Context: an optimization exercise on an open-source flow, tuned for small area, a short achievable clock period and few clock cycles per item. The choices shown serve that exercise and are no tape-out recipe.

==> run a: inputs <==
==> flow/design.v <==
module spread_hash (
    input  wire          clk,
    input  wire          rst,         
    input  wire          start,       
    input  wire          kind,        
    input  wire [63:0]   mask,        
    input  wire [1023:0] words,       
    input  wire [31:0]   seed,        
    input  wire [319:0]  key,         
    output reg           done,        
    output wire [31:0]   hash
);
    localparam [511:0] CRC_L = 512'h8fc847e423f211f908fc047e8df746fbacb5d992e301fe487f24b05ad7e56bf235f91afc82b6ce93e8817440b5e8d53c6a9eba87d28be68dfc8e7e473f231f91;
    reg          busy;
    reg  [5:0]   idx;         
    reg  [63:0]  rem;         
    reg  [31:0]  acc;         
    reg  [31:0]  kw;          
    reg  [4:0]   kptr;        
    assign hash = acc;
    function [5:0] lowest;
        input [63:0] v;
        integer b;
        begin
            lowest = 6'd0;
            for (b = 63; b >= 0; b = b - 1)
                if (v[b]) lowest = b[5:0];
        end
    endfunction
    wire [15:0]  cur_word = words[idx*16 +: 16];
    reg  [15:0]  kchunk;
    integer      m;
    always @* begin
        for (m = 0; m < 16; m = m + 1)
            kchunk[m] = key[319 - 16*kptr - m];
    end
    wire [47:0]  kwin = {kchunk, kw};
    wire [15:0]  crc_t = acc[15:0] ^ {cur_word[7:0], cur_word[15:8]};
    reg  [31:0]  crc_next;
    integer      o;
    always @* begin
        for (o = 0; o < 32; o = o + 1)
            crc_next[o] = (o < 16 ? acc[o + 16] : 1'b0) ^ (^(crc_t & CRC_L[16*o +: 16]));
    end
    wire [15:0]  tpz_in;
    genvar       gj;
    generate
        for (gj = 0; gj < 16; gj = gj + 1) begin : g_in
            assign tpz_in[gj] = cur_word[15 - gj];
        end
    endgenerate
    reg  [31:0]  tpz_next;
    integer      q;
    always @* begin
        for (q = 0; q < 32; q = q + 1)
            tpz_next[31 - q] = acc[31 - q] ^ (^(tpz_in & kwin[q +: 16]));
    end
    wire [63:0]  rem_next = rem & (rem - 64'd1);
    wire [63:0]  mask_next = mask & (mask - 64'd1);
    always @(posedge clk) begin
        if (rst) begin
            busy <= 1'b0;
            done <= 1'b0;
        end else begin
            done <= 1'b0;
            if (!busy) begin
                if (start) begin
                    acc  <= kind ? 32'd0 : seed;
                    idx  <= lowest(mask);
                    rem  <= mask_next;
                    for (m = 0; m < 32; m = m + 1)
                        kw[m] <= key[319 - m];
                    kptr <= 5'd2;
                    if (mask == 64'd0)
                        done <= 1'b1;
                    else
                        busy <= 1'b1;
                end
            end else begin
                acc  <= kind ? tpz_next : crc_next;
                kw   <= kwin[47:16];
                kptr <= (kptr == 5'd19) ? 5'd0 : kptr + 5'd1;
                idx  <= lowest(rem);
                rem  <= rem_next;
                if (rem == 64'd0) begin
                    busy <= 1'b0;
                    done <= 1'b1;
                end
            end
        end
    end
endmodule
==> flow/run.sh <==
#!/bin/bash
# synth_recipe.tcl (not shown) runs the flow's synth.tcl, then flattens the netlist and writes it again
# the make line also repeats each setting of config.mk as NAME=value (left out here)
make -C /OpenROAD-flow-scripts/flow DESIGN_CONFIG=/design/flow/config.mk WORK_HOME=/design/flow/orfs CLKGATE_MAP_FILE= SYNTH_SCRIPT=/design/flow/synth_recipe.tcl finish
==> flow/config.mk <==
export PLATFORM = sky130hd
export DESIGN_NAME = spread_hash
export DESIGN_NICKNAME = spread_hash
export VERILOG_FILES = /design/flow/design.v
export SDC_FILE = /design/flow/constraint.sdc
export NUM_CORES = 4
export LEC_CHECK = 0
export CAP_MARGIN = 35
export CORE_AREA = 10 10 550 550
export DIE_AREA = 0 0 560 560
export SLEW_MARGIN = 35
==> flow/constraint.sdc <==
create_clock -name core_clock -period 7.0 [get_ports {clk}]
set_input_delay 1.4000 -clock core_clock [delete_from_list [all_inputs] [get_ports {clk}]]
set_output_delay 1.4000 -clock core_clock [all_outputs]
set_load 0.01 [all_outputs]
==> inputs of run b, as changes to run a <==
==> flow/design.v, changed modules only <==
module spread_hash (
    input  wire          clk,
    input  wire          rst,         
    input  wire          start,       
    input  wire          kind,        
    input  wire [63:0]   mask,        
    input  wire [1023:0] words,       
    input  wire [31:0]   seed,        
    input  wire [319:0]  key,         
    output reg           done,        
    output reg  [31:0]   hash
);
    localparam [31:0] CRC32C_POLY = 32'h82F63B78;    
    reg          busy;
    reg  [5:0]   idx;
    reg          kind_r;
    reg  [31:0]  acc;         
    reg  [319:0] kwin;        
    wire [15:0]  cur_word = words[idx*16 +: 16];
    wire         cur_sel  = mask[idx];
    reg  [31:0]  crc_next;
    reg  [15:0]  crc_bits;    
    integer      i;
    always @* begin
        crc_bits = {cur_word[7:0], cur_word[15:8]};
        crc_next = acc;
        for (i = 0; i < 16; i = i + 1) begin
            if (crc_next[0] ^ crc_bits[i])
                crc_next = (crc_next >> 1) ^ CRC32C_POLY;
            else
                crc_next = crc_next >> 1;
        end
    end
    reg  [31:0]  tpz_next;
    integer      j;
    always @* begin
        tpz_next = acc;
        for (j = 0; j < 16; j = j + 1) begin
            if (cur_word[15-j])
                tpz_next = tpz_next ^ kwin[319-j -: 32];
        end
    end
    always @(posedge clk) begin
        if (rst) begin
            busy <= 1'b0;
            done <= 1'b0;
            idx  <= 6'd0;
        end else begin
            done <= 1'b0;
            if (!busy) begin
                if (start) begin
                    busy   <= 1'b1;
                    idx    <= 6'd0;
                    kind_r <= kind;
                    acc    <= kind ? 32'd0 : seed;
                    kwin   <= key;
                end
            end else begin
                if (cur_sel) begin
                    if (kind_r) begin
                        acc  <= tpz_next;
                        kwin <= {kwin[303:0], kwin[319:304]};
                    end else begin
                        acc  <= crc_next;
                    end
                end
                idx <= idx + 6'd1;
                if (idx == 6'd63) begin
                    busy <= 1'b0;
                    done <= 1'b1;
                    if (cur_sel)
                        hash <= kind_r ? tpz_next : crc_next;
                    else
                        hash <= acc;
                end
            end
        end
    end
endmodule
==> results.toml <==
[status]
outcome = "finished clean"

[final_layout]
finish.utilization = 0.196
clkCellAreaFrac = 0.0267
drive_above_1_share = 0.190

[route]
drt_iter0_drc = 3792
wl_per_cell_microns = 35.5

[placed_design]
placed_area_sq_mm = 0.0551

[synthesis]
synth_compound_area_frac = 0.0574
synth.avg_cell_area_sq_um = 11.2

[power]
p_sw_uw = 7230

[timing]
finalClockSkew_ps = 27.2

[clock_network]
clock_sink_count = 393
the above is filed under run b

==> results.toml <==
[status]
outcome = "finished clean"

[final_layout]
drive_above_1_share = 0.101
final_cell_mix = "clkdlybuf4s50_1, nand2_1, mux2i_1"
clkCellAreaFrac = 0.0119
finish.utilization = 0.170

[placed_design]
placed_area_sq_mm = 0.0485

[clock_network]
cts_resized = 0
clock_sink_count = 140

[timing]
finalClockSkew_ps = 19.8

[route]
wl_per_cell_microns = 34.5

[synthesis]
synth_compound_area_frac = 0.136

[global_routing]
gr-usage-met1 = 0.209

[power]
p_sw_uw = 5230
the above is filed under run a

Function was not checked in any run of this note: the RTL went through the layout flow alone.

-- separate check: timing with driven ports --
The flow's constraints put no driver on any port. The routed layouts listed below were extracted and timed again, unchanged, in two steps.
Step 1: set_driving_cell puts a clkbuf_16 on clk and a buf_2 on each other input, an assumption about the parent block.
Step 2, shift: input delay + t, output delay - t, t = (earliest + latest rising clock arrival at the registers) / 2. This alone moves slack from input paths to output paths.
Three values: no drivers, after step 1, after step 2; two values: the first two.
run | shift t [ns] | setup WS [ns] | hold slack, ns | clock arrival spread, ns
run a | 0.566 | 1.132 / 1.132 / 0.754 | 0.629 / 0.629 / 0.629 | 0.025 / 0.025
run b | 0.715 | 0.833 / 0.850 / 0.152 | 0.544 / 0.544 / 0.544 | 0.038 / 0.038
After both steps every run listed still meets setup and hold. The setup slack of run b, which loses most, moves by +0.017 ns with the drivers and by -0.681 ns with both steps.
